Background: an optimization exercise with open tools, aiming at a short achievable clock period and few clock cycles per item. Do not read the settings as production practice. Only simulation tests tie the RTL to the original design; equivalence was not proved. Power is estimated from default activity; no workload was simulated.

===== design/flow/design.v =====
module rcd_fifo #(
    parameter integer W  = 8,
    parameter integer D  = 4,
    parameter integer AW = 2
) (
    input              clk,
    input              clr,
    input              push,
    input      [W-1:0] din,
    input              pop,
    output     [W-1:0] dout,
    output reg [AW:0]  count
);
    reg [W*D-1:0] mem;
    reg [AW-1:0]  wp, rp;
    reg [W-1:0]   rd;
    integer       i;
    always @(*) begin
        rd = mem[W-1:0];
        for (i = 1; i < D; i = i + 1)
            if (rp == i) rd = mem[W*i +: W];
    end
    assign dout = rd;
    genvar g;
    generate
        for (g = 0; g < D; g = g + 1) begin : g_mem
            always @(posedge clk)
                if (push && wp == g) mem[W*g +: W] <= din;
        end
    endgenerate
    always @(posedge clk) begin
        if (clr) begin
            wp    <= {AW{1'b0}};
            rp    <= {AW{1'b0}};
            count <= {(AW+1){1'b0}};
        end else begin
            if (push) wp <= wp + 1'b1;
            if (pop)  rp <= rp + 1'b1;
            count <= count + {{AW{1'b0}}, push} - {{AW{1'b0}}, pop};
        end
    end
endmodule
module rc_line_decoder (
    input             clk,
    input             rst,
    input             start,
    input      [10:0] cfg_segs,    
    input             cfg_ten,     
    input      [16:0] cfg_len,     
    output            idle,
    input             in_valid,
    input      [31:0] in_data,
    output            in_ready,
    input             ab_valid,
    input      [9:0]  ab_px0,
    input      [9:0]  ab_px1,
    output            ab_ready,
    output reg        out_valid,
    output reg [9:0]  out_px0,
    output reg [9:0]  out_px1,
    output reg        done,
    output reg [2:0]  err
);
    localparam integer VD = 16;    
    localparam integer CD = 4;     
    localparam integer AD = 8;     
    localparam integer NP = 16;    
    localparam integer NL = 62;    
    localparam [2:0] P_IDLE = 3'd0,
                     P_HDR  = 3'd1,
                     P_PRED = 3'd2,
                     P_RAW  = 3'd3,
                     P_END  = 3'd4;
    localparam [1:0] M_PRED = 2'b00,
                     M_RUN  = 2'b01,
                     M_RAW  = 2'b10;
    localparam [2:0] E_NONE     = 3'd0,
                     E_SHORT    = 3'd5,
                     E_TRAILING = 3'd6,
                     E_RUN      = 3'd7;
    integer i;
    genvar  g;
    reg         busy;
    reg         idle_q;
    reg         in_rdy_q;
    reg         ab_rdy_q;
    reg         ten;
    reg  [16:0] bytes_left;     
    reg         perr_q;         
    reg  [2:0]  perr_code;
    reg         pfin_ok;        
    assign idle     = idle_q;
    assign in_ready = in_rdy_q;
    assign ab_ready = ab_rdy_q;
    wire take_start = start && idle_q;
    wire abort      = perr_q;
    wire clr        = rst || take_start;
    reg  [31:0]  w_reg;
    reg          w_vld;
    reg  [127:0] bb;            
    reg  [7:0]   bc;            
    reg  [7:0]   lv;            
    reg          lfin;          
    reg  [19:0]  rem;           
    wire         rem_small = (rem[19:6] == 14'd0);    
    wire [13:0]  rem_hi_m1 = rem[19:6] - 14'd1;
    reg  [5*NP-1:0] lr;         
    wire         in_acc = in_valid && in_rdy_q;
    wire         all_in = (bytes_left == 17'd0) && !w_vld;
    wire [127:0] wplace = w_vld ? ({w_reg, 96'd0} >> bc) : 128'd0;
    reg  [2:0]   ps;
    reg  [10:0]  psegs;         
    reg  [3:0]   kq;
    reg  [5:0]   cnt;           
    wire [2:0]   ccnt;
    wire [4:0]   vcnt;
    wire [4:0]   bw  = ten ? 5'd10 : 5'd8;
    wire [1:0]   h_mode = bb[127:126];
    wire [1:0]   h_pred = bb[125:124];
    wire [3:0]   h_k    = bb[123:120];
    wire [9:0]   h_nm1  = bb[123:114];
    reg  [4:0]   h_need;
    always @(*) begin
        case (h_mode)
            M_PRED:  h_need = 5'd8;
            M_RUN:   h_need = 5'd14;
            default: h_need = 5'd2;
        endcase
    end
    wire         h_go    = (ps == P_HDR) && ((bc >= 8'd14) || all_in) && (ccnt < CD);
    wire         h_short = rem_small && ({1'b0, h_need} > rem[5:0]);
    wire         h_runerr = (h_mode == M_RUN) && ({1'b0, h_nm1} >= psegs);
    wire [10:0]  psegs_dec = psegs - 11'd1 - ((h_mode == M_RUN) ? {1'b0, h_nm1} : 11'd0);
    function [4:0] lones;
        input [15:0] x;
        integer j;
        begin
            lones = 5'd16;
            for (j = 0; j < 16; j = j + 1)
                if (!x[j]) lones = 5'd15 - j[4:0];
        end
    endfunction
    wire [3:0]   k_next = (ps == P_HDR) ? h_k : kq;
    wire [5*NL-1:0] lpre;
    generate
        for (g = 0; g < NL; g = g + 1) begin : g_len
            wire [4:0] qg = lones(bb[127 - g -: 16]);
            assign lpre[5*g +: 5] = (qg == 5'd16) ? (5'd16 + bw) : (qg + 5'd1 + {1'b0, k_next});
        end
    endgenerate
    wire [4:0]   L0 = lr[4:0];
    reg  [5:0]   t_two;             
    reg  [4:0]   L1;
    always @(*) begin
        t_two = 6'd0;
        L1    = 5'd0;
        for (i = 1; i < NP; i = i + 1) begin
            t_two = t_two | ({6{L0 == i}} & (i[5:0] + {1'b0, lr[5*i +: 5]}));
            L1    = L1    | ({5{L0 == i}} & lr[5*i +: 5]);
        end
    end
    wire         v_room  = (vcnt <= VD - 4);
    wire         p_go    = (ps == P_PRED) && (((lv >= 8'd16) && (bc >= 8'd31)) || lfin) && v_room;
    wire         p_two   = (cnt != 6'd0) && (L0 < NP) && (((lv >= 8'd31) && (bc >= 8'd46)) || lfin);
    wire [5:0]   p_used  = p_two ? t_two : {1'b0, L0};
    wire         p_short = rem_small && (p_used > rem[5:0]);
    wire         p_segend = (cnt == 6'd0) || (p_two && cnt == 6'd1);
    wire         r_go    = (ps == P_RAW) && ((bc >= 8'd20) || all_in) && v_room;
    wire         r_short = rem_small && ({bw, 1'b0} > rem[5:0]);
    reg  [5:0]   used;
    always @(*) begin
        if (h_go)      used = {1'b0, h_need};
        else if (p_go) used = p_used;
        else if (r_go) used = {bw, 1'b0};
        else           used = 6'd0;
    end
    wire [127:0] bm  = bb | wplace;
    wire [127:0] bs5 = used[5] ? (bm  << 32) : bm;
    wire [127:0] bs4 = used[4] ? (bs5 << 16) : bs5;
    wire [127:0] bs3 = used[3] ? (bs4 << 8)  : bs4;
    wire [127:0] bs2 = used[2] ? (bs3 << 4)  : bs3;
    wire [127:0] bs1 = used[1] ? (bs2 << 2)  : bs2;
    wire [127:0] bs0 = used[0] ? (bs1 << 1)  : bs1;
    wire [5*NL-1:0] ls5 = used[5] ? (lpre >> 160) : lpre;
    wire [5*NL-1:0] ls4 = used[4] ? (ls5  >> 80)  : ls5;
    wire [5*NL-1:0] ls3 = used[3] ? (ls4  >> 40)  : ls4;
    wire [5*NL-1:0] ls2 = used[2] ? (ls3  >> 20)  : ls3;
    wire [5*NL-1:0] ls1 = used[1] ? (ls2  >> 10)  : ls2;
    wire [5*NL-1:0] ls0 = used[0] ? (ls1  >> 5)   : ls1;
    wire [127:0] bb_c1 = bb << L0;      
    reg          f_vld, f_two, f_raw;
    reg  [30:0]  f_c0, f_c1;        
    reg  [4:0]   f_l0, f_l1;
    reg  [3:0]   f_k;
    function [10:0] rice_u;
        input [30:0] c;             
        input [4:0]  l;             
        input [3:0]  k;
        input        tn;
        reg   [30:0] sh;
        reg   [15:0] fld;
        reg   [4:0]  q;
        reg   [31:0] qk;
        begin
            if (&c[30:15]) begin
                rice_u = tn ? {1'b0, c[14:5]} : {3'b000, c[14:7]};
            end else begin
                sh     = c >> (5'd31 - l);
                fld    = sh[15:0] & ~(16'hffff << k);
                q      = l - 5'd1 - {1'b0, k};
                qk     = {27'd0, q} << k;
                rice_u = qk[10:0] | fld[10:0];
            end
        end
    endfunction
    wire [10:0]  f_u0 = rice_u(f_c0, f_l0, f_k, ten);
    wire [10:0]  f_u1 = rice_u(f_c1, f_l1, f_k, ten);
    wire [9:0]   f_s0 = f_u0[0] ? ~f_u0[10:1] : f_u0[10:1];
    wire [9:0]   f_s1 = f_u1[0] ? ~f_u1[10:1] : f_u1[10:1];
    wire [9:0]   f_r0 = ten ? f_c0[30:21] : {2'b00, f_c0[30:23]};
    wire [9:0]   f_r1 = ten ? f_c0[20:11] : {2'b00, f_c0[22:15]};
    wire [9:0]   f_va = f_raw ? f_r0 : f_s0;
    wire [9:0]   f_vb = f_raw ? f_r1 : f_s1;
    wire         f_n2 = f_raw || f_two;
    reg          half_vld;
    reg  [9:0]   half_v;
    reg          vpush;
    reg  [19:0]  vdin;
    always @(*) begin
        vpush = 1'b0;
        vdin  = {f_vb, f_va};
        if (f_vld) begin
            if (half_vld) begin
                vpush = 1'b1;
                vdin  = {f_va, half_v};
            end else if (f_n2) begin
                vpush = 1'b1;
            end
        end
    end
    reg          abi_vld;
    reg  [9:0]   abi_b0, abi_b1;
    reg  [9:0]   pb1;               
    reg  [15:0]  ab_left;           
    wire [3:0]   acnt;
    wire         ab_acc = ab_valid && ab_rdy_q;
    wire [9:0]   ad0  = abi_b0 - pb1;
    wire         ag0  = (abi_b0 >= pb1);
    wire [9:0]   alo0 = ag0 ? pb1 : abi_b0;
    wire [9:0]   ahi0 = ag0 ? abi_b0 : pb1;
    wire [9:0]   ad1  = abi_b1 - abi_b0;
    wire         ag1  = (abi_b1 >= abi_b0);
    wire [9:0]   alo1 = ag1 ? abi_b0 : abi_b1;
    wire [9:0]   ahi1 = ag1 ? abi_b1 : abi_b0;
    wire [81:0]  apk  = {ag1, ag0, ahi1, alo1, ad1, ahi0, alo0, ad0, abi_b1, abi_b0};
    reg          cur_vld;
    reg  [1:0]   cur_mode;
    reg  [1:0]   cur_pred;
    reg  [14:0]  cur_left;          
    reg          cur_end;           
    reg  [14:0]  r_left;            
    reg          r_last;            
    reg          r_first;           
    wire [13:0]  chead;
    wire [81:0]  ahead;
    wire [19:0]  vhead;
    wire         need_val = (cur_mode == M_PRED) || (cur_mode == M_RAW);
    wire         x_go     = busy && cur_vld && (acnt != 4'd0) && (!need_val || vcnt != 5'd0) &&
                            (!r_last || pfin_ok) && !abort;
    wire         cmd_pop  = (ccnt != 3'd0) && (!cur_vld || (x_go && cur_end));
    wire         h_ok  = h_go && !h_short && !h_runerr;
    wire         cbyp  = h_ok && (ccnt == 3'd0) && (!cur_vld || (x_go && cur_end));
    wire         cpush = h_ok && !cbyp;
    rcd_fifo #(.W(14), .D(CD), .AW(2)) u_cf (
        .clk(clk), .clr(clr), .push(cpush), .din({h_nm1, h_pred, h_mode}),
        .pop(cmd_pop), .dout(chead), .count(ccnt));
    rcd_fifo #(.W(20), .D(VD), .AW(4)) u_vf (
        .clk(clk), .clr(clr), .push(vpush), .din(vdin),
        .pop(x_go && need_val), .dout(vhead), .count(vcnt));
    rcd_fifo #(.W(82), .D(AD), .AW(3)) u_af (
        .clk(clk), .clr(clr), .push(abi_vld), .din(apk),
        .pop(x_go), .dout(ahead), .count(acnt));
    wire [9:0]   hb0  = ahead[9:0];
    wire [9:0]   hb1  = ahead[19:10];
    wire [9:0]   hd0  = ahead[29:20];
    wire [9:0]   hlo0 = ahead[39:30];
    wire [9:0]   hhi0 = ahead[49:40];
    wire [9:0]   hd1  = ahead[59:50];
    wire [9:0]   hlo1 = ahead[69:60];
    wire [9:0]   hhi1 = ahead[79:70];
    wire         hg0  = ahead[80];
    wire         hg1  = ahead[81];
    wire [9:0]   hv0  = vhead[9:0];
    wire [9:0]   hv1  = vhead[19:10];
    function [62:0] operands;
        input  [1:0]  mode;
        input  [1:0]  pred;
        input  [9:0]  b, d, lo, hi, v;
        input         ge;
        reg    [9:0]  s, ds, y, xlo, xhi, ohi;
        reg    [10:0] olo, z;
        reg           avg;
        begin
            s   = (mode == M_PRED) ? v : 10'd0;
            ds  = d + s;
            y   = (mode == M_RAW) ? v : b + s;
            xlo = s;
            xhi = s;
            olo = 11'd0;
            ohi = 10'h3ff;
            avg = 1'b0;
            z   = {1'b0, b} + {s, 1'b0};
            if (mode == M_PRED || mode == M_RUN) begin
                case (pred)
                    2'd0: olo = 11'h400;
                    2'd1: ;
                    2'd2: avg = 1'b1;
                    default: begin
                        olo = {1'b0, lo};
                        ohi = hi;
                        xlo = ge ? ds : s;
                        xhi = ge ? s : ds;
                    end
                endcase
            end
            operands = {z, avg, ohi, olo, xhi, xlo, y};
        end
    endfunction
    wire [62:0]  op0 = operands(cur_mode, r_first ? 2'd1 : cur_pred, hb0, hd0, hlo0, hhi0, hv0, hg0);
    wire [62:0]  op1 = operands(cur_mode, cur_pred, hb1, hd1, hlo1, hhi1, hv1, hg1);
    reg          s_vld, s_last;
    reg  [62:0]  s_op0, s_op1;
    reg  [9:0]   a_q;
    wire [9:0]   pmask = ten ? 10'h3ff : 10'h0ff;
    function [9:0] pixel;
        input [9:0]  a;
        input [62:0] op;
        input [9:0]  mk;
        reg   [9:0]  y, xlo, xhi, hi;
        reg   [10:0] lo, z;
        reg          avg;
        reg   [11:0] av;
        reg   [9:0]  p;
        begin
            {z, avg, hi, lo, xhi, xlo, y} = op;
            av = {2'b00, a} + {1'b0, z};
            if (avg)                 p = av[10:1];
            else if ({1'b0, a} < lo) p = a + xlo;
            else if (a > hi)         p = a + xhi;
            else                     p = y;
            pixel = p & mk;
        end
    endfunction
    wire [9:0]   pix0 = pixel(a_q,  s_op0, pmask);
    wire [9:0]   pix1 = pixel(pix0, s_op1, pmask);
    wire         line_done = s_vld && s_last;
    reg  [6:0]   rem_lo;
    always @(posedge clk) begin
        w_vld <= in_acc;
        if (in_acc) w_reg <= in_data;
        bb   <= bs0;
        lr   <= ls0[5*NP-1:0];
        bc   <= bc + (w_vld ? 8'd32 : 8'd0) - {2'd0, used};
        lv   <= bc - {2'd0, used};
        lfin <= all_in;
        rem_lo = {1'b0, rem[5:0]} - {1'b0, used};
        rem  <= {rem_lo[6] ? rem_hi_m1 : rem[19:6], rem_lo[5:0]};
        if (in_acc)
            bytes_left <= (bytes_left <= 17'd4) ? 17'd0 : bytes_left - 17'd4;
        f_vld <= 1'b0;
        if (h_go) begin
            if (h_short) begin
                perr_q <= 1'b1; perr_code <= E_SHORT; ps <= P_IDLE;
            end else if (h_runerr) begin
                perr_q <= 1'b1; perr_code <= E_RUN; ps <= P_IDLE;
            end else begin
                psegs <= psegs_dec;
                kq    <= h_k;
                case (h_mode)
                    M_PRED: begin ps <= P_PRED; cnt <= 6'd63; end
                    M_RAW:  begin ps <= P_RAW;  cnt <= 6'd31; end
                    default: ps <= (psegs_dec == 11'd0) ? P_END : P_HDR;
                endcase
            end
        end
        if (p_go) begin
            if (p_short) begin
                perr_q <= 1'b1; perr_code <= E_SHORT; ps <= P_IDLE;
            end else begin
                cnt <= cnt - (p_two ? 6'd2 : 6'd1);
                if (p_segend) ps <= (psegs == 11'd0) ? P_END : P_HDR;
            end
            f_vld <= 1'b1;
            f_two <= p_two;
            f_raw <= 1'b0;
        end
        if (r_go) begin
            if (r_short) begin
                perr_q <= 1'b1; perr_code <= E_SHORT; ps <= P_IDLE;
            end else begin
                cnt <= cnt - 6'd1;
                if (cnt == 6'd0) ps <= (psegs == 11'd0) ? P_END : P_HDR;
            end
            f_vld <= 1'b1;
            f_two <= 1'b1;
            f_raw <= 1'b1;
        end
        f_c0   <= bb[127:97];
        f_c1   <= bb_c1[127:97];
        f_l0   <= L0;
        f_l1   <= L1;
        f_k    <= kq;
        if (ps == P_END) begin
            if (rem >= 20'd8) begin
                perr_q <= 1'b1; perr_code <= E_TRAILING;
            end else begin
                pfin_ok <= 1'b1;
            end
            ps <= P_IDLE;
        end
        if (f_vld) begin
            if (half_vld) begin
                half_vld <= f_n2;
                half_v   <= f_vb;
            end else if (!f_n2) begin
                half_vld <= 1'b1;
                half_v   <= f_va;
            end
        end
        abi_vld <= ab_acc;
        if (ab_acc) begin
            abi_b0  <= ab_px0;
            abi_b1  <= ab_px1;
            ab_left <= ab_left - 16'd1;
        end
        if (abi_vld) pb1 <= abi_b1;
        if (cmd_pop) begin
            cur_vld  <= 1'b1;
            cur_mode <= chead[1:0];
            cur_pred <= chead[3:2];
            cur_left <= (chead[1:0] == M_RUN) ? {chead[13:4], 5'b11111} : 15'd31;
            cur_end  <= 1'b0;
        end else if (cbyp) begin
            cur_vld  <= 1'b1;
            cur_mode <= h_mode;
            cur_pred <= h_pred;
            cur_left <= (h_mode == M_RUN) ? {h_nm1, 5'b11111} : 15'd31;
            cur_end  <= 1'b0;
        end else if (x_go && cur_end) begin
            cur_vld  <= 1'b0;
        end else if (x_go) begin
            cur_left <= cur_left - 15'd1;
            cur_end  <= (cur_left == 15'd1);
        end
        s_vld  <= x_go;
        s_last <= r_last;
        s_op0  <= op0;
        s_op1  <= op1;
        if (x_go) begin
            r_left  <= r_left - 15'd1;
            r_last  <= (r_left == 15'd1);
            r_first <= 1'b0;
        end
        out_valid <= s_vld;
        out_px0   <= pix0;
        out_px1   <= pix1;
        if (s_vld) a_q <= pix1;
        done <= line_done;
        err  <= E_NONE;
        in_rdy_q <= busy && !abort &&
                    ((in_acc ? (bytes_left > 17'd4) : (bytes_left != 17'd0))) &&
                    ({1'b0, bc} + (w_vld ? 9'd32 : 9'd0) + (in_acc ? 9'd32 : 9'd0) <= 9'd96);
        ab_rdy_q <= busy && !abort &&
                    ((ab_acc ? (ab_left > 16'd1) : (ab_left != 16'd0))) &&
                    ({1'b0, acnt} + {4'd0, abi_vld} + {4'd0, ab_acc} <= AD - 2);
        if (line_done) begin
            busy     <= 1'b0;
            idle_q   <= 1'b1;
            in_rdy_q <= 1'b0;
            ab_rdy_q <= 1'b0;
        end
        if (abort) begin
            done      <= 1'b1;
            err       <= perr_code;
            perr_q    <= 1'b0;
            busy      <= 1'b0;
            idle_q    <= 1'b1;
            in_rdy_q  <= 1'b0;
            ab_rdy_q  <= 1'b0;
            out_valid <= 1'b0;
            s_vld     <= 1'b0;
            ps        <= P_IDLE;
        end
        if (take_start) begin
            busy       <= 1'b1;
            idle_q     <= 1'b0;
            in_rdy_q   <= 1'b1;
            ab_rdy_q   <= 1'b1;
            ten        <= cfg_ten;
            bytes_left <= cfg_len;
            rem        <= {cfg_len, 3'b000};
            psegs      <= cfg_segs;
            ab_left    <= {cfg_segs, 5'd0};
            r_left     <= {cfg_segs[9:0], 5'd0} - 15'd1;
            r_last     <= 1'b0;
            bb         <= 128'd0;
            bc         <= 8'd0;
            lv         <= 8'd0;
            lfin       <= 1'b0;
            w_vld      <= 1'b0;
            ps         <= P_HDR;
            pfin_ok    <= 1'b0;
            perr_q     <= 1'b0;
            f_vld      <= 1'b0;
            half_vld   <= 1'b0;
            abi_vld    <= 1'b0;
            cur_vld    <= 1'b0;
            r_first    <= 1'b1;
            s_vld      <= 1'b0;
        end
        if (rst) begin
            busy      <= 1'b0;
            idle_q    <= 1'b1;
            in_rdy_q  <= 1'b0;
            ab_rdy_q  <= 1'b0;
            out_valid <= 1'b0;
            done      <= 1'b0;
            err       <= E_NONE;
            perr_q    <= 1'b0;
            ps        <= P_IDLE;
            f_vld     <= 1'b0;
            s_vld     <= 1'b0;
            w_vld     <= 1'b0;
            abi_vld   <= 1'b0;
            cur_vld   <= 1'b0;
            pfin_ok   <= 1'b0;
        end
    end
endmodule

===== design/flow/flow/run.sh =====
#!/bin/bash
# Standard layout (standard synthesis, the standard flow's config and constraints), with
# timing repair asked to keep a larger setup margin.
set -euo pipefail
bash standard.sh SETUP_SLACK_MARGIN=8 finish 2>&1 | tee flow_make.log

===== design/flow/standard.sh =====
#!/bin/bash
# synth_recipe.tcl (not shown) runs the flow's synth.tcl, then flattens the netlist and writes it again
# the make line also repeats each setting of config.mk as NAME=value (left out here)
make -C /OpenROAD-flow-scripts/flow DESIGN_CONFIG=/design/flow/config.mk WORK_HOME=/design/flow/orfs CLKGATE_MAP_FILE= SYNTH_SCRIPT=/design/flow/synth_recipe.tcl "${@:-finish}"

===== design/flow/config.mk =====
export PLATFORM = sky130hd
export DESIGN_NAME = rc_line_decoder
export DESIGN_NICKNAME = rc_line_decoder
export VERILOG_FILES = /design/flow/design.v
export SDC_FILE = /design/flow/constraint.sdc
export NUM_CORES = 4
export LEC_CHECK = 0
export ABC_CLOCK_PERIOD_IN_PS = 3000
export CAP_MARGIN = 30
export CORE_MARGIN = 2
export CORE_UTILIZATION = 30
export PLACE_DENSITY = 0.5
export SETUP_SLACK_MARGIN = 5
export SLEW_MARGIN = 30
export TNS_END_PERCENT = 5

===== design/flow/constraint.sdc =====
create_clock -name core_clock -period 12.0 [get_ports {clk}]
set_input_delay 2.4000 -clock core_clock [delete_from_list [all_inputs] [get_ports {clk}]]
set_output_delay 2.4000 -clock core_clock [all_outputs]
set_load 0.01 [all_outputs]

==> results of run 1 <==
-- through the flow --
stage / area, um^2 / util
3_5_place_dp: 122000 / 0.319
6_report: 140000 / 0.368
2_1_floorplan: 115000 / -
4_1_cts: 137000 / 0.358
3_3_place_gp: 122000 / 0.319
5_1_grt: 140000 / 0.368
-- power groups by stage --
stage	sequential, mW	combinational, mW	clock, mW
after global routing	8.65	20.1	6.20
after detailed placement	8.70	15.6	0
after CTS	8.56	17.8	5.97
after floorplan	8.13	10.0	0
final	8.62	19.4	5.88
after global placement	8.71	15.7	0
-- area by class of cell --
class	count	area, um^2
tap	5038	6300
clock inverter	68	737
clock buffer	275	5360
sequential	1727	46800
timing repair buffer	914	10200
multi-input combinational	9075	69200
antenna	26	65.1
timing repair inverter	15	198
fill	38500	241000
inverter	392	1600
-- Yosys cell counts, drive strengths merged, types with 254 or more instances --
master / number / area share
nand2: 1094 / 0.036
ha: 552 / 0.060
mux2i: 665 / 0.058
buf: 302 / 0.014
clkbuf: 506 / 0.017
dfxtp: 521 / 0.091
a21oi: 893 / 0.039
xnor2: 254 / 0.019
o21ai: 649 / 0.028
mux2: 263 / 0.026
a211oi: 375 / 0.025
nor2: 1277 / 0.042
inv: 389 / 0.013
edfxtp: 1206 / 0.32
nor3: 286 / 0.013
-- routing by layer --
metal / track usage / share of wire
met5: 0.00444 / 0.00077
met4: 0.145 / 0.069
met3: 0.0779 / 0.11
met2: 0.396 / 0.42
met1: 0.341 / 0.40
-- worst max-delay path by stage --
stage | cells after the start | slack, ns | startpoint | endpoint
finish | 20 | 6.81 | lr[2] | lr[0]
floorplan | 14 | 6.43 | ps[0] | lr[3]
CTS | 23 | 6.96 | a_q[7] | a_q[9]
global route | 26 | 6.79 | a_q[7] | out_px1[9]
global placement | 16 | 5.57 | bc[3] | lr[70]
detailed placement | 16 | 5.42 | bc[3] | lr[79]
-- worst max-delay path, delay by kind of cell, from the launching register on --
kind                   cells  cell delay (ns)
AOI/OAI and AO/OA          5             1.87
buffers and inverters      9             1.21
DFF                        1             0.44
and+or+nand+nor            6             1.55
-- timing repair --
action,in CTS,in global routing
setup endpoints to repair,1088,1156
cloned,71,11
buffers inserted,296,128
pin swaps,223,218
resized for setup,1127,502
-- kinds of logic after synthesis --
family	after synthesis
flip-flops	1727
multiplexers	1061
XOR/XNOR	393
buffers and inverters	1200
AO/OA/AOI/OAI	3420
adder cells (fa/ha/maj)	644
AND/OR/NAND/NOR	3546
==> summary.md, run 1 <==
| Metric | Value |
|---|---|
| Vias in the first global route | `98,300` |
| Vias per cell | `5.95` |
| Setup_tns | `0 ns` |
| Antenna violations before repair | `46` |
| Final non-filler cell total | `17,500` |
| Most frequent cells in the layout | `edfxtp_1, nor2_1, nand2_1` |
| Reg2reg end | `lr[0]` |
| Switch share | `0.466` |
| Via count | `104,000` |
| Nets | `13,000` |
| Maximum clock rate | `193 MHz` |
| Final setup margin | `6.81 ns` |
| Post-layout min period | `5.19 ns` |
| Sequential area share after synthesis | `0.406` |
| Worst Hold Depth | `0` |
| Placed wire-length estimate | `366,000 um` |
| WS Path Type | `register to register` |
| Final Hold Viols | `0` |
| Starting Density | `0.301` |
| Worst Path Required | `12.72 ns` |
| IO Count | `114` |
| H-tree depth | `4` |
| # rows | `227` |
| Largest stage delay, worst path | `0.96 ns` |
| Main combinational cell family by area after synthesis | `compound AO/OA/AOI/OAI gates` |
| Max reg flops | `656` |
| Critical Path Slowest Stage Cell | `o31ai_1` |
| Placed cell count | `16,700` |
| Worst Setup Start Kind | `register` |
| Clock power frac | `0.173` |
| Sink Count | `1,727` |
| CP arrival | `5.91 ns` |
| Power Dens Cells | `241 mW/mm^2` |
| Setup WS pre-CTS | `5.42 ns` |
| DR pass1 iterations | `9` |
| MaxCap Viol Count | `0` |
| CP max FO | `8` |
| R2R cell count | `20` |
| Number of enable flip-flop cells after synthesis | `1,206` |
| Mux share of post-synthesis cell area | `0.110` |
| Most common cell after layout, fill and taps aside | `edfxtp_1` |
| Critical Path Sink Type | `register` |
| Max VDD drop | `0.000156 V` |
| Ys flop type | `edfxtp_1` |
| Comb power frac | `0.572` |
| Slew @ Worst Pin | `1.36 ns` |
| Yosys Warn Count | `4` |
| Static Leak | `51.5 nW` |
| Cts hold-fix bufs | `0` |
| 1st-iter DRT viols | `12,800` |
| Ys async rst share | `0` |
| Drt drc | `0` |
| Post-synthesis register bit count | `1,727` |
| Largest net degree at the start of global routing | `97` |
| Psw | `15.8 mW` |
| Cell-internal power | `18.1 mW` |
| Synth-to-layout area growth | `22.3%` |
| Power after layout | `33.9 mW` |
| Die H | `623 um` |
| Origin of the worst min-delay path | `r_last` |
| CP cell instances | `buf_6, or3b_4, nor2_2, a221o_1, nor4_4, and4_4, buf_12, nor2_4, buf_6, buf_12, buf_16, buf_6, buf_6, buf_12, buf_16, nor3_1, a211oi_1, o31ai_1, o21ai_0, o211ai_1` |
| Hold path endpoint | `s_last` |
| CTS max path bufs | `4` |
| Clock slew at reported path FFs | `0.06 ns` |
| Layout cell share with drive strength beyond 1 | `0.205` |
| Post-Route Skew | `0.0927 ns` |
| Share of power burned in registers | `0.254` |
| Syn Std Cell Area | `0.115 mm^2` |
| Top reg by flops | `u_af.mem` |
| Status | `complete, no violations` |
| Total wire length | `539,000 um` |
| Latest clock arrival within the worst-skew pair | `0.90 ns` |
| Global-route wire length before repair | `749,000 um` |
| Post-Synth Adder-Cell Area | `0.0762` |
| Slew HR | `0.0843` |
| CTS Buf Count | `194` |
| Synth unique cells | `115` |
| Root Driver | `clkbuf_16` |
| R2R Setup Slk | `6.81 ns` |
| Chip width | `623 um` |
| GRT Residual Overflow | `0` |
| Final setup viols | `0` |
| Tcrit/Tclk final | `0.433` |
| Simple-gate portion of the synthesized area | `0.138` |
| DR WL/cell | `30.8 um` |
| Critical R2R Launch | `lr[2]` |
| Global-route usage over all layers | `0.265` |
| ANT nets after route | `0` |
| XOR/XNOR Fraction of Synth Area | `0.0300` |
| Buffers on Ports | `113` |
| CTS tree | `built` |
| Post-Syn Instances | `12,000` |
| Compound-gate portion of the synthesized area | `0.196` |
| Top Registers | `u_af.mem (656), u_vf.mem (320), bb (128)` |
| Slew Limit Fails | `0` |
| Cell mode on critical path | `buf_6` |
| Core ar. | `0.382 mm^2` |
| Hold_ws | `0.372 ns` |
| RSZ-0062 raised after global routing | `true` |
| Post-Syn Area per Cell | `9.58 um^2` |
| Die footprint | `0.388 mm^2` |
| Hold crit path type | `register to register` |
| Final Wtd Congestion | `1.04` |
Testbench counts, summed over its fixed seeds: cycles 98,020, pixels 191,616.
==> run 2: changes to the inputs <==
--- a/design/flow/design.v
+++ b/design/flow/design.v
@@ -87,4 +87,6 @@
     reg         ten;
     reg  [16:0] bytes_left;     
+    reg         bl_more;        
+    reg         bl_more4;       
     reg         perr_q;         
     reg  [2:0]  perr_code;
@@ -102,4 +104,8 @@
     reg  [7:0]   lv;            
     reg          lfin;          
+    reg          ok_bc14;       
+    reg          ok_bc20;       
+    reg          ok_one;        
+    reg          ok_two;        
     reg  [19:0]  rem;           
     wire         rem_small = (rem[19:6] == 14'd0);    
@@ -107,8 +113,10 @@
     reg  [5*NP-1:0] lr;         
     wire         in_acc = in_valid && in_rdy_q;
-    wire         all_in = (bytes_left == 17'd0) && !w_vld;
+    wire         all_in = !bl_more && !w_vld;
     wire [127:0] wplace = w_vld ? ({w_reg, 96'd0} >> bc) : 128'd0;
     reg  [2:0]   ps;
     reg  [10:0]  psegs;         
+    reg  [10:0]  psegs_m1;      
+    reg          psegs_z;       
     reg  [3:0]   kq;
     reg  [5:0]   cnt;           
@@ -128,8 +136,9 @@
         endcase
     end
-    wire         h_go    = (ps == P_HDR) && ((bc >= 8'd14) || all_in) && (ccnt < CD);
+    wire         h_go    = (ps == P_HDR) && (ok_bc14 || all_in) && (ccnt < CD);
     wire         h_short = rem_small && ({1'b0, h_need} > rem[5:0]);
     wire         h_runerr = (h_mode == M_RUN) && ({1'b0, h_nm1} >= psegs);
-    wire [10:0]  psegs_dec = psegs - 11'd1 - ((h_mode == M_RUN) ? {1'b0, h_nm1} : 11'd0);
+    wire [10:0]  psegs_dec = psegs_m1 - ((h_mode == M_RUN) ? {1'b0, h_nm1} : 11'd0);
+    wire         h_lastseg = (h_mode == M_RUN) ? ({1'b0, h_nm1} == psegs_m1) : (psegs_m1 == 11'd0);
     function [4:0] lones;
         input [15:0] x;
@@ -160,11 +169,11 @@
         end
     end
-    wire         v_room  = (vcnt <= VD - 4);
-    wire         p_go    = (ps == P_PRED) && (((lv >= 8'd16) && (bc >= 8'd31)) || lfin) && v_room;
-    wire         p_two   = (cnt != 6'd0) && (L0 < NP) && (((lv >= 8'd31) && (bc >= 8'd46)) || lfin);
+    wire         v_room  = (vcnt <= VD - 5);
+    wire         p_go    = (ps == P_PRED) && (ok_one || lfin) && v_room;
+    wire         p_two   = (cnt != 6'd0) && (L0 < NP) && (ok_two || lfin);
     wire [5:0]   p_used  = p_two ? t_two : {1'b0, L0};
     wire         p_short = rem_small && (p_used > rem[5:0]);
     wire         p_segend = (cnt == 6'd0) || (p_two && cnt == 6'd1);
-    wire         r_go    = (ps == P_RAW) && ((bc >= 8'd20) || all_in) && v_room;
+    wire         r_go    = (ps == P_RAW) && (ok_bc20 || all_in) && v_room;
     wire         r_short = rem_small && ({bw, 1'b0} > rem[5:0]);
     reg  [5:0]   used;
@@ -223,4 +232,6 @@
     wire [9:0]   f_vb = f_raw ? f_r1 : f_s1;
     wire         f_n2 = f_raw || f_two;
+    reg          g_vld, g_n2;
+    reg  [9:0]   g_va, g_vb;
     reg          half_vld;
     reg  [9:0]   half_v;
@@ -229,10 +240,10 @@
     always @(*) begin
         vpush = 1'b0;
-        vdin  = {f_vb, f_va};
-        if (f_vld) begin
+        vdin  = {g_vb, g_va};
+        if (g_vld) begin
             if (half_vld) begin
                 vpush = 1'b1;
-                vdin  = {f_va, half_v};
-            end else if (f_n2) begin
+                vdin  = {g_va, half_v};
+            end else if (g_n2) begin
                 vpush = 1'b1;
             end
@@ -327,9 +338,4 @@
         end
     endfunction
-    wire [62:0]  op0 = operands(cur_mode, r_first ? 2'd1 : cur_pred, hb0, hd0, hlo0, hhi0, hv0, hg0);
-    wire [62:0]  op1 = operands(cur_mode, cur_pred, hb1, hd1, hlo1, hhi1, hv1, hg1);
-    reg          s_vld, s_last;
-    reg  [62:0]  s_op0, s_op1;
-    reg  [9:0]   a_q;
     wire [9:0]   pmask = ten ? 10'h3ff : 10'h0ff;
     function [9:0] pixel;
@@ -352,8 +358,155 @@
         end
     endfunction
-    wire [9:0]   pix0 = pixel(a_q,  s_op0, pmask);
-    wire [9:0]   pix1 = pixel(pix0, s_op1, pmask);
+    reg          x_vld, x_last;
+    reg  [1:0]   x_mode, x_pred0, x_pred1;
+    reg  [81:0]  x_ab;
+    reg  [19:0]  x_v;
+    reg          y_vld, y_last;
+    reg  [62:0]  y_op0, y_op1;
+    wire [62:0]  op0 = operands(x_mode, x_pred0, x_ab[9:0],   x_ab[29:20], x_ab[39:30], x_ab[49:40], x_v[9:0],   x_ab[80]);
+    wire [62:0]  op1 = operands(x_mode, x_pred1, x_ab[19:10], x_ab[59:50], x_ab[69:60], x_ab[79:70], x_v[19:10], x_ab[81]);
+    wire [9:0]   y0  = y_op0[9:0],   xlo0 = y_op0[19:10], xhi0 = y_op0[29:20], hi0 = y_op0[50:41];
+    wire [10:0]  lo0 = y_op0[40:30], z0   = y_op0[62:52];
+    wire         avg0 = y_op0[51];
+    wire [9:0]   y1  = y_op1[9:0],   xlo1 = y_op1[19:10], xhi1 = y_op1[29:20], hi1 = y_op1[50:41];
+    wire [10:0]  lo1 = y_op1[40:30], z1   = y_op1[62:52];
+    wire         avg1 = y_op1[51];
+    wire [10:0]  m2  = ten ? 11'h7ff : 11'h1ff;
+    wire [11:0]  m4  = ten ? 12'hfff : 12'h3ff;
+    wire [13:0]  pb  = ten ? 14'd1024 : 14'd256;      
+    wire [13:0]  pbw1 = ten ? 14'd2048 : 14'd512;      
+    wire [9:0]   xl0m = xlo0 & pmask, xh0m = xhi0 & pmask, xl1m = xlo1 & pmask, xh1m = xhi1 & pmask;
+    wire [10:0]  z0m  = z0 & m2, z1m = z1 & m2;
+    wire [9:0]   ka_lo = (xl0m + xl1m) & pmask;
+    wire [9:0]   kb_lo = (xl0m + xh1m) & pmask;
+    wire [10:0]  kc_lo = ({1'b0, xl0m} + z1m) & m2;
+    wire [13:0]  w_lo  = pb - {4'd0, xl0m};
+    wire [13:0]  tl0_lo = {3'd0, lo1} - {4'd0, xl0m};
+    wire [13:0]  tl1_lo = {3'd0, lo1} + pb - {4'd0, xl0m};
+    wire [13:0]  th0_lo = {4'd0, hi1} - {4'd0, xl0m};
+    wire [13:0]  th1_lo = {4'd0, hi1} + pb - {4'd0, xl0m};
+    wire [9:0]   ka_hi = (xh0m + xl1m) & pmask;
+    wire [9:0]   kb_hi = (xh0m + xh1m) & pmask;
+    wire [10:0]  kc_hi = ({1'b0, xh0m} + z1m) & m2;
+    wire [13:0]  w_hi  = pb - {4'd0, xh0m};
+    wire [13:0]  tl0_hi = {3'd0, lo1} - {4'd0, xh0m};
+    wire [13:0]  tl1_hi = {3'd0, lo1} + pb - {4'd0, xh0m};
+    wire [13:0]  th0_hi = {4'd0, hi1} - {4'd0, xh0m};
+    wire [13:0]  th1_hi = {4'd0, hi1} + pb - {4'd0, xh0m};
+    wire [10:0]  ka_av = (z0m + {xl1m, 1'b0}) & m2;
+    wire [10:0]  kb_av = (z0m + {xh1m, 1'b0}) & m2;
+    wire [11:0]  kc_av = ({1'b0, z0m} + {z1m, 1'b0}) & m4;
+    wire [13:0]  w_av  = pbw1 - {3'd0, z0m};
+    wire [13:0]  tl0_av = {2'd0, lo1, 1'b0} - {3'd0, z0m};
+    wire [13:0]  tl1_av = {2'd0, lo1, 1'b0} + pbw1 - {3'd0, z0m};
+    wire [13:0]  th0_av = {3'd0, hi1, 1'b0} + 14'd2 - {3'd0, z0m};
+    wire [13:0]  th1_av = {3'd0, hi1, 1'b0} + 14'd2 + pbw1 - {3'd0, z0m};
+    wire [9:0]   p1y = pixel(y0 & pmask, y_op1, pmask);
+    reg          z_vld, z_last;
+    reg  [9:0]   z_y0, z_xl0, z_xh0, z_hi0, z_y1, z_p1y;
+    reg  [10:0]  z_lo0, z_z0;
+    reg          z_avg0, z_avg1;
+    reg  [9:0]   z_ka_lo, z_kb_lo, z_ka_hi, z_kb_hi;
+    reg  [10:0]  z_kc_lo, z_kc_hi, z_ka_av, z_kb_av;
+    reg  [11:0]  z_kc_av;
+    reg  [13:0]  z_w_lo, z_tl0_lo, z_tl1_lo, z_th0_lo, z_th1_lo;
+    reg  [13:0]  z_w_hi, z_tl0_hi, z_tl1_hi, z_th0_hi, z_th1_hi;
+    reg  [13:0]  z_w_av, z_tl0_av, z_tl1_av, z_th0_av, z_th1_av;
+    wire         s_vld = z_vld;       
+    wire         s_last = z_last;
+    reg  [9:0]   a_q;
+    wire [13:0]  as  = {4'd0, a_q};
+    wire         sel_av = z_avg0;
+    wire         sel_lo = !z_avg0 && ({1'b0, a_q} < z_lo0);
+    wire         sel_hi = !z_avg0 && !({1'b0, a_q} < z_lo0) && (a_q > z_hi0);
+    wire [10:0]  c_lo_s = {1'b0, a_q} + {1'b0, z_xl0};
+    wire [10:0]  c_hi_s = {1'b0, a_q} + {1'b0, z_xh0};
+    wire [11:0]  c_av_s = {2'd0, a_q} + {1'b0, z_z0};
+    wire [9:0]   c_lo = c_lo_s[9:0] & pmask;
+    wire [9:0]   c_hi = c_hi_s[9:0] & pmask;
+    wire [10:0]  c_av2 = c_av_s[10:0] & m2;
+    wire [9:0]   c_av = c_av2[10:1] & pmask;
+    wire [9:0]   pix0 = sel_av ? c_av : sel_lo ? c_lo : sel_hi ? c_hi : (z_y0 & pmask);
+    function slt;
+        input [13:0] a, b;
+        begin
+            slt = {~a[13], a[12:0]} < {~b[13], b[12:0]};
+        end
+    endfunction
+    function [9:0] cand_x;
+        input [9:0]  a;
+        input [9:0]  ka, kb;
+        input [10:0] kc;
+        input [13:0] w, tl0, tl1, th0, th1;
+        input        avg1;
+        input [9:0]  y1;
+        input [9:0]  mk;
+        input [10:0] mk2;
+        input [13:0] pbv;
+        reg   [13:0] a14;
+        reg          wr, lt, gt;
+        reg   [10:0] sa, sb;
+        reg   [11:0] sc;
+        reg   [10:0] sc2;
+        begin
+            a14 = {4'd0, a};
+            wr  = !(a14 < w);
+            lt  = wr ? (slt(a14, tl1)) : (slt(a14, tl0));
+            gt  = wr ? (slt(th1, a14)) : (slt(th0, a14));
+            sa  = {1'b0, a} + {1'b0, ka};
+            sb  = {1'b0, a} + {1'b0, kb};
+            sc  = {2'd0, a} + {1'b0, kc};
+            sc2 = (sc[10:0] & mk2) ^ (wr ? pbv[10:0] : 11'd0);
+            if (avg1)    cand_x = sc2[10:1] & mk;
+            else if (lt) cand_x = sa[9:0] & mk;
+            else if (gt) cand_x = sb[9:0] & mk;
+            else         cand_x = y1;
+        end
+    endfunction
+    function [9:0] cand_av;
+        input [9:0]  a;
+        input [10:0] ka, kb;
+        input [11:0] kc;
+        input [13:0] w, tl0, tl1, th0, th1;
+        input        avg1;
+        input [9:0]  y1;
+        input [9:0]  mk;
+        input [10:0] mk2;
+        input [11:0] mk4;
+        input [13:0] pbv1;
+        reg   [13:0] a14;
+        reg          wr, lt, gt;
+        reg   [11:0] sa, sb;
+        reg   [12:0] sc;
+        reg   [10:0] sa2, sb2;
+        reg   [11:0] sc2;
+        begin
+            a14 = {4'd0, a};
+            wr  = !(a14 < w);
+            lt  = wr ? (slt(a14, tl1)) : (slt(a14, tl0));
+            gt  = wr ? !(slt(a14, th1)) : !(slt(a14, th0));
+            sa  = {2'd0, a} + {1'b0, ka};
+            sb  = {2'd0, a} + {1'b0, kb};
+            sc  = {3'd0, a} + {1'b0, kc};
+            sa2 = sa[10:0] & mk2;
+            sb2 = sb[10:0] & mk2;
+            sc2 = (sc[11:0] & mk4) ^ (wr ? pbv1[11:0] : 12'd0);
+            if (avg1)    cand_av = sc2[11:2] & mk;
+            else if (lt) cand_av = sa2[10:1] & mk;
+            else if (gt) cand_av = sb2[10:1] & mk;
+            else         cand_av = y1;
+        end
+    endfunction
+    wire [9:0]   r_lo = cand_x(a_q, z_ka_lo, z_kb_lo, z_kc_lo, z_w_lo, z_tl0_lo, z_tl1_lo, z_th0_lo, z_th1_lo,
+                               z_avg1, z_y1, pmask, m2, pb);
+    wire [9:0]   r_hi = cand_x(a_q, z_ka_hi, z_kb_hi, z_kc_hi, z_w_hi, z_tl0_hi, z_tl1_hi, z_th0_hi, z_th1_hi,
+                               z_avg1, z_y1, pmask, m2, pb);
+    wire [9:0]   r_av = cand_av(a_q, z_ka_av, z_kb_av, z_kc_av, z_w_av, z_tl0_av, z_tl1_av, z_th0_av, z_th1_av,
+                                z_avg1, z_y1, pmask, m2, m4, pbw1);
+    wire [9:0]   pix1 = sel_av ? r_av : sel_lo ? r_lo : sel_hi ? r_hi : z_p1y;
     wire         line_done = s_vld && s_last;
     reg  [6:0]   rem_lo;
+    wire [7:0]   bc_n = bc + (w_vld ? 8'd32 : 8'd0) - {2'd0, used};
+    wire [7:0]   lv_n = bc - {2'd0, used};
     always @(posedge clk) begin
         w_vld <= in_acc;
@@ -361,11 +514,18 @@
         bb   <= bs0;
         lr   <= ls0[5*NP-1:0];
-        bc   <= bc + (w_vld ? 8'd32 : 8'd0) - {2'd0, used};
-        lv   <= bc - {2'd0, used};
+        bc   <= bc_n;
+        lv   <= lv_n;
+        ok_bc14 <= (bc_n >= 8'd14);
+        ok_bc20 <= (bc_n >= 8'd20);
+        ok_one  <= (lv_n >= 8'd16) && (bc_n >= 8'd31);
+        ok_two  <= (lv_n >= 8'd31) && (bc_n >= 8'd46);
         lfin <= all_in;
         rem_lo = {1'b0, rem[5:0]} - {1'b0, used};
         rem  <= {rem_lo[6] ? rem_hi_m1 : rem[19:6], rem_lo[5:0]};
-        if (in_acc)
+        if (in_acc) begin
             bytes_left <= (bytes_left <= 17'd4) ? 17'd0 : bytes_left - 17'd4;
+            bl_more    <= (bytes_left > 17'd4);
+            bl_more4   <= (bytes_left > 17'd8);
+        end
         f_vld <= 1'b0;
         if (h_go) begin
@@ -375,10 +535,12 @@
                 perr_q <= 1'b1; perr_code <= E_RUN; ps <= P_IDLE;
             end else begin
-                psegs <= psegs_dec;
+                psegs    <= psegs_dec;
+                psegs_m1 <= psegs_dec - 11'd1;
+                psegs_z  <= (psegs_dec == 11'd0);
                 kq    <= h_k;
                 case (h_mode)
                     M_PRED: begin ps <= P_PRED; cnt <= 6'd63; end
                     M_RAW:  begin ps <= P_RAW;  cnt <= 6'd31; end
-                    default: ps <= (psegs_dec == 11'd0) ? P_END : P_HDR;
+                    default: ps <= h_lastseg ? P_END : P_HDR;
                 endcase
             end
@@ -389,5 +551,5 @@
             end else begin
                 cnt <= cnt - (p_two ? 6'd2 : 6'd1);
-                if (p_segend) ps <= (psegs == 11'd0) ? P_END : P_HDR;
+                if (p_segend) ps <= psegs_z ? P_END : P_HDR;
             end
             f_vld <= 1'b1;
@@ -400,5 +562,5 @@
             end else begin
                 cnt <= cnt - 6'd1;
-                if (cnt == 6'd0) ps <= (psegs == 11'd0) ? P_END : P_HDR;
+                if (cnt == 6'd0) ps <= psegs_z ? P_END : P_HDR;
             end
             f_vld <= 1'b1;
@@ -419,11 +581,15 @@
             ps <= P_IDLE;
         end
-        if (f_vld) begin
+        g_vld <= f_vld;
+        g_n2  <= f_n2;
+        g_va  <= f_va;
+        g_vb  <= f_vb;
+        if (g_vld) begin
             if (half_vld) begin
-                half_vld <= f_n2;
-                half_v   <= f_vb;
-            end else if (!f_n2) begin
+                half_vld <= g_n2;
+                half_v   <= g_vb;
+            end else if (!g_n2) begin
                 half_vld <= 1'b1;
-                half_v   <= f_va;
+                half_v   <= g_va;
             end
         end
@@ -453,8 +619,25 @@
             cur_end  <= (cur_left == 15'd1);
         end
-        s_vld  <= x_go;
-        s_last <= r_last;
-        s_op0  <= op0;
-        s_op1  <= op1;
+        x_vld   <= x_go;
+        x_last  <= r_last;
+        x_mode  <= cur_mode;
+        x_pred0 <= r_first ? 2'd1 : cur_pred;
+        x_pred1 <= cur_pred;
+        x_ab    <= ahead;
+        x_v     <= vhead;
+        y_vld   <= x_vld;
+        y_last  <= x_last;
+        y_op0   <= op0;
+        y_op1   <= op1;
+        z_vld   <= y_vld;
+        z_last  <= y_last;
+        z_y0 <= y0; z_xl0 <= xl0m; z_xh0 <= xh0m; z_hi0 <= hi0; z_lo0 <= lo0; z_z0 <= z0m;
+        z_avg0 <= avg0; z_avg1 <= avg1; z_y1 <= y1 & pmask; z_p1y <= p1y;
+        z_ka_lo <= ka_lo; z_kb_lo <= kb_lo; z_kc_lo <= kc_lo;
+        z_ka_hi <= ka_hi; z_kb_hi <= kb_hi; z_kc_hi <= kc_hi;
+        z_ka_av <= ka_av; z_kb_av <= kb_av; z_kc_av <= kc_av;
+        z_w_lo <= w_lo; z_tl0_lo <= tl0_lo; z_tl1_lo <= tl1_lo; z_th0_lo <= th0_lo; z_th1_lo <= th1_lo;
+        z_w_hi <= w_hi; z_tl0_hi <= tl0_hi; z_tl1_hi <= tl1_hi; z_th0_hi <= th0_hi; z_th1_hi <= th1_hi;
+        z_w_av <= w_av; z_tl0_av <= tl0_av; z_tl1_av <= tl1_av; z_th0_av <= th0_av; z_th1_av <= th1_av;
         if (x_go) begin
             r_left  <= r_left - 15'd1;
@@ -469,5 +652,5 @@
         err  <= E_NONE;
         in_rdy_q <= busy && !abort &&
-                    ((in_acc ? (bytes_left > 17'd4) : (bytes_left != 17'd0))) &&
+                    (in_acc ? bl_more4 : bl_more) &&
                     ({1'b0, bc} + (w_vld ? 9'd32 : 9'd0) + (in_acc ? 9'd32 : 9'd0) <= 9'd96);
         ab_rdy_q <= busy && !abort &&
@@ -489,5 +672,7 @@
             ab_rdy_q  <= 1'b0;
             out_valid <= 1'b0;
-            s_vld     <= 1'b0;
+            x_vld     <= 1'b0;
+            y_vld     <= 1'b0;
+            z_vld     <= 1'b0;
             ps        <= P_IDLE;
         end
@@ -499,6 +684,10 @@
             ten        <= cfg_ten;
             bytes_left <= cfg_len;
+            bl_more    <= 1'b1;
+            bl_more4   <= (cfg_len > 17'd4);
             rem        <= {cfg_len, 3'b000};
             psegs      <= cfg_segs;
+            psegs_m1   <= cfg_segs - 11'd1;
+            psegs_z    <= 1'b0;
             ab_left    <= {cfg_segs, 5'd0};
             r_left     <= {cfg_segs[9:0], 5'd0} - 15'd1;
@@ -508,4 +697,8 @@
             lv         <= 8'd0;
             lfin       <= 1'b0;
+            ok_bc14    <= 1'b0;
+            ok_bc20    <= 1'b0;
+            ok_one     <= 1'b0;
+            ok_two     <= 1'b0;
             w_vld      <= 1'b0;
             ps         <= P_HDR;
@@ -513,9 +706,12 @@
             perr_q     <= 1'b0;
             f_vld      <= 1'b0;
+            g_vld      <= 1'b0;
             half_vld   <= 1'b0;
             abi_vld    <= 1'b0;
             cur_vld    <= 1'b0;
             r_first    <= 1'b1;
-            s_vld      <= 1'b0;
+            x_vld      <= 1'b0;
+            y_vld      <= 1'b0;
+            z_vld      <= 1'b0;
         end
         if (rst) begin
@@ -530,5 +726,8 @@
             ps        <= P_IDLE;
             f_vld     <= 1'b0;
-            s_vld     <= 1'b0;
+            g_vld     <= 1'b0;
+            x_vld     <= 1'b0;
+            y_vld     <= 1'b0;
+            z_vld     <= 1'b0;
             w_vld     <= 1'b0;
             abi_vld   <= 1'b0;
--- a/design/flow/config.mk
+++ b/design/flow/config.mk
@@ -13,3 +13,3 @@
 export SETUP_SLACK_MARGIN = 5
 export SLEW_MARGIN = 30
-export TNS_END_PERCENT = 5
+export TNS_END_PERCENT = 100
==> run 2 against run 1 <==
Net effect: combinational power grew 27%; non-clock buffer count grew 447; cell area grew 29%.
==> summary.md, run 2 <==
| Metric | Value |
|---|---|
| CP max FO | `7 (-1)` |
| CP arrival | `5.32 ns (-0.59 ns)` |
| Starting Density | `0.301 (about the same)` |
| Static Leak | `68.7 nW (+33%)` |
| Die footprint | `0.473 mm^2 (+22%)` |
| Leading area contributor after synthesis | `edfxtp_1` |
| Share of power burned in registers | `0.250 (-0.004)` |
| Post-Route Skew | `0.0916 ns (-0.00110 ns)` |
| GRT Residual Overflow | `0 (unchanged)` |
| Most frequent cells in the layout | `edfxtp_1, nor2_1, nand2_1` |
| Chip width | `688 um (+10%)` |
| Sink Count | `2,201 (+27%)` |
| Post-layout min period | `4.57 ns (-0.628 ns)` |
| Synth area leaders | `edfxtp_1, dfxtp_1, ha_1` |
| Max VDD drop | `0.000162 V (+3.9%)` |
| Critical Path Sink Type | `register` |
| Post-DP Area | `0.149 mm^2 (+22%)` |
| Synth-to-layout area growth | `28.9%` |
| Max reg flops | `656 (unchanged)` |
| Comb power frac | `0.563 (-0.009)` |
| Switch share | `0.448 (-0.0178)` |
| Latest clock arrival within the worst-skew pair | `0.99 ns (+0.09 ns)` |
| H-tree depth | `5 (+1)` |
| CTS tree | `built` |
| Via count | `127,000 (+21%)` |
| R2R Setup Slk | `7.43 ns (+0.63 ns)` |
| Fillers | `45,800 (+19%)` |
| Number of enable flip-flop cells after synthesis | `1,218 (+1.0%)` |
| # rows | `251 (+11%)` |
| Die H | `688 um (+10%)` |
| Most common cell in the synthesized netlist | `nor2_1` |
| Top Registers | `u_af.mem (656), u_vf.mem (320), bb (128)` |
| Clock power frac | `0.187 (+0.014)` |
| Vias per cell | `5.84 (-1.8%)` |
| Sequential area share after synthesis | `0.401 (-0.00532)` |
| RSZ-0062 raised after global routing | `true` |
| IO Count | `114 (unchanged)` |
| Root Driver | `clkbuf_16` |
| WS Path Type | `register to register` |
| CTS max path bufs | `4 (unchanged)` |
| Setup_tns | `0 ns (unchanged)` |
| Final Hold Viols | `0 (unchanged)` |
| Core ar. | `0.467 mm^2 (+22%)` |
| Slew @ Worst Pin | `1.17 ns (-0.190 ns)` |
| Vias in the first global route | `118,000 (+20%)` |
| Largest stage delay, worst path | `0.55 ns (-0.41 ns)` |
| Largest net degree at the start of global routing | `88 (-9.3%)` |
| Final setup viols | `0 (unchanged)` |
| Ys async rst share | `0 (unchanged)` |
| Hold crit path type | `register to register` |
| MaxCap Viol Count | `0 (unchanged)` |
| Tcrit/Tclk final | `0.380 (-0.0523)` |
| Synth unique cells | `118 (+2.6%)` |
| Top reg by flops | `u_af.mem` |
| Yosys Warn Count | `4 (unchanged)` |
| Ys flop type | `edfxtp_1` |
| Cell-internal power | `24.3 mW (+34%)` |
| ANT nets after route | `0 (unchanged)` |
| Syn Std Cell Area | `0.140 mm^2 (+22%)` |
| Final core utilization | `0.388 (+0.0196)` |
| Cts hold-fix bufs | `0 (unchanged)` |
| 1st-iter DRT viols | `14,700 (+14%)` |
| Worst Path Required | `12.75 ns (+0.03 ns)` |
| Global-route usage over all layers | `0.271 (+0.00648)` |
| Fin area | `0.181 mm^2 (+29%)` |
| Layout cell share with drive strength beyond 1 | `0.250 (+0.0447)` |
| Global-route wire length before repair | `920,000 um (+23%)` |
| Psw | `19.7 mW (+25%)` |
| Post-synthesis register bit count | `2,201 (+27%)` |
| Slew Limit Fails | `0 (unchanged)` |
| Buffers on Ports | `113 (unchanged)` |
| Total wire length | `685,000 um (+27%)` |
| Worst Setup Start Kind | `register` |
| Power Dens Cells | `243 mW/mm^2 (+0.68%)` |
| Clock slew at reported path FFs | `0.07 ns (about the same)` |
| Post-Syn Instances | `14,400 (+20%)` |
| Post-Syn Area per Cell | `9.74 um^2 (+1.8%)` |
| Status | `complete, no violations` |
| Nets | `16,400 (+25%)` |
| Placed wire-length estimate | `450,000 um (+23%)` |
| Post-synth top cells | `nor2_1, edfxtp_1, a21oi_1` |
| DR pass1 iterations | `7 (-2)` |
| Cell mode on critical path | `nand2_1` |
| DR WL/cell | `31.6 um (+2.9%)` |
| CTS Buf Count | `266 (+37%)` |
| CP cell instances | `buf_12, nor2b_4, o21ai_2, nand2_1, nand2_2, a21oi_2, o21ai_1, nand2_1, o21ai_4, ha_4, inv_2, fa_2, xnor2_2, nor4_4, a31oi_4, mux2i_2, mux2i_4, a32oi_2, nand2_1, o211ai_1` |
| Maximum clock rate | `219 MHz (+14%)` |
| Slew HR | `0.218 (+0.134)` |
| Antenna violations before repair | `63 (+37%)` |
| Final Wtd Congestion | `1.03 (-1.9%)` |
| Critical Path Slowest Stage Cell | `o211ai_1` |
| Drt drc | `0 (unchanged)` |
| Most common cell after layout, fill and taps aside | `edfxtp_1` |
| Post-synth top area share | `0.261 (-0.0547)` |
-- run 2: cell type report --
type                            instances  area, um^2  area share
Antenna cell                           29        72.6    0.000401
Clock buffer                          371        7530      0.0416
Clock inverter                        108        1210     0.00667
Inverter                              651        2670      0.0148
Multi-Input combinational cell      10700       89300       0.494
Sequential cell                      2201       56400       0.312
Tap cell                             6198        7750      0.0429
Timing Repair Buffer                 1361       15700      0.0868
Timing Repair inverter                 17         216     0.00120
-- run 2: logic make-up after synthesis --
kind of cell             synth area share
AND/OR/NAND/NOR                     0.126
AO/OA/AOI/OAI                       0.173
flip-flops                          0.401
buffers and inverters              0.0427
multiplexers                        0.114
adder cells (fa/ha/maj)             0.101
XOR/XNOR                           0.0416
other                           0.0000267
-- run 2: power groups by stage --
| stage | clock network (mW) | registers (mW) | logic (mW) |
|---|---|---|---|
| 4_1_cts | 8.35 | 10.9 | 21.4 |
| 3_5_place_dp | 0 | 11.1 | 18.5 |
| 3_3_place_gp | 0 | 11.1 | 18.5 |
| 2_1_floorplan | 0 | 10.3 | 12.2 |
| 6_report | 8.20 | 11.0 | 24.7 |
| 5_1_grt | 8.62 | 11.1 | 25.8 |
-- run 2: worst paths after layout --
kind                    to  startpoint  depth (start not counted)
setup / recovery     lr[2]      bb[64]                         20
hold / removal    z_lo0[4]   y_op0[34]                          0
setup reg to reg     lr[2]      bb[64]                         20
hold reg to reg   z_lo0[4]   y_op0[34]                          0
-- run 2: layer usage --
| layer | routed length (um) | global-route usage | up-vias |
|---|---|---|---|
| met5 | 550 | 0 | - |
| met4 | 49400 | 0.141 | 39 |
| met3 | 74300 | 0.0684 | 2267 |
| met2 | 279000 | 0.398 | 7254 |
| met1 | 282000 | 0.366 | 62000 |
| li1 | - | - | 54900 |
-- run 2: worst max-delay path, delay by kind of cell, from the launching register on --
family                   cells  cell delay, ns
XOR/XNOR                     1            0.19
buffers and inverters        2            0.18
AO/OA/AOI/OAI                7            1.71
multiplexers                 2            0.41
flip-flops                   1            0.33
adder cells (fa/ha/maj)      2            0.55
AND/OR/NAND/NOR              6            0.94
-- run 2: repair_timing --
item / 4_1_cts / 5_1_grt
pin swaps: 170 / 453
cloned: 81 / 39
gates resized for setup: 1521 / 1415
endpoints found under the setup margin: 759 / 610
setup buffers: 438 / 379
-- run 2: per-stage QoR --
step / instances / worst slack [ns] / hold slack, ns / power, mW
floorplan: 14400 / 6.54 / 0.310 / 22.5
global placement: 20200 / 5.60 / 0.312 / 29.7
detailed placement: 20200 / 5.63 / 0.312 / 29.6
CTS: 21200 / 7.57 / 0.320 / 40.7
global route: 21600 / 7.42 / 0.326 / 45.4
finish: 21700 / 7.43 / 0.321 / 43.9
Testbench counts of run 2, summed over its fixed seeds: cycles 98,614, pixels 191,616.

-- separate check: timing with driven ports --
The results above use ideal ports. As a check the final layouts listed here were re-extracted and re-timed, cells and wires unchanged. Step 1 (the two cells are an assumption about what drives the block):
set clk [get_ports {clk}]
set_driving_cell -lib_cell sky130_fd_sc_hd__clkbuf_16 $clk
set_driving_cell -lib_cell sky130_fd_sc_hd__buf_2 [delete_from_list [all_inputs] $clk]
Step 2, shift: input delay + t, output delay - t, t = (earliest + latest rising clock arrival at the registers) / 2. This alone moves slack from input paths to output paths. Slacks: no drivers / after step 1 / after step 2; pairs: no drivers / after step 1.
run	t, ns	setup WS [ns]	worst setup path at the end
run 1	0.945	6.807 / 6.807 / 6.626	input to register
run 2	1.056	7.435 / 7.435 / 7.162	input to register
After both steps setup and hold are still met in every run listed. For run 2, which loses most, drivers alone change the setup slack by 0.000 ns; drivers and shift together by -0.273 ns.
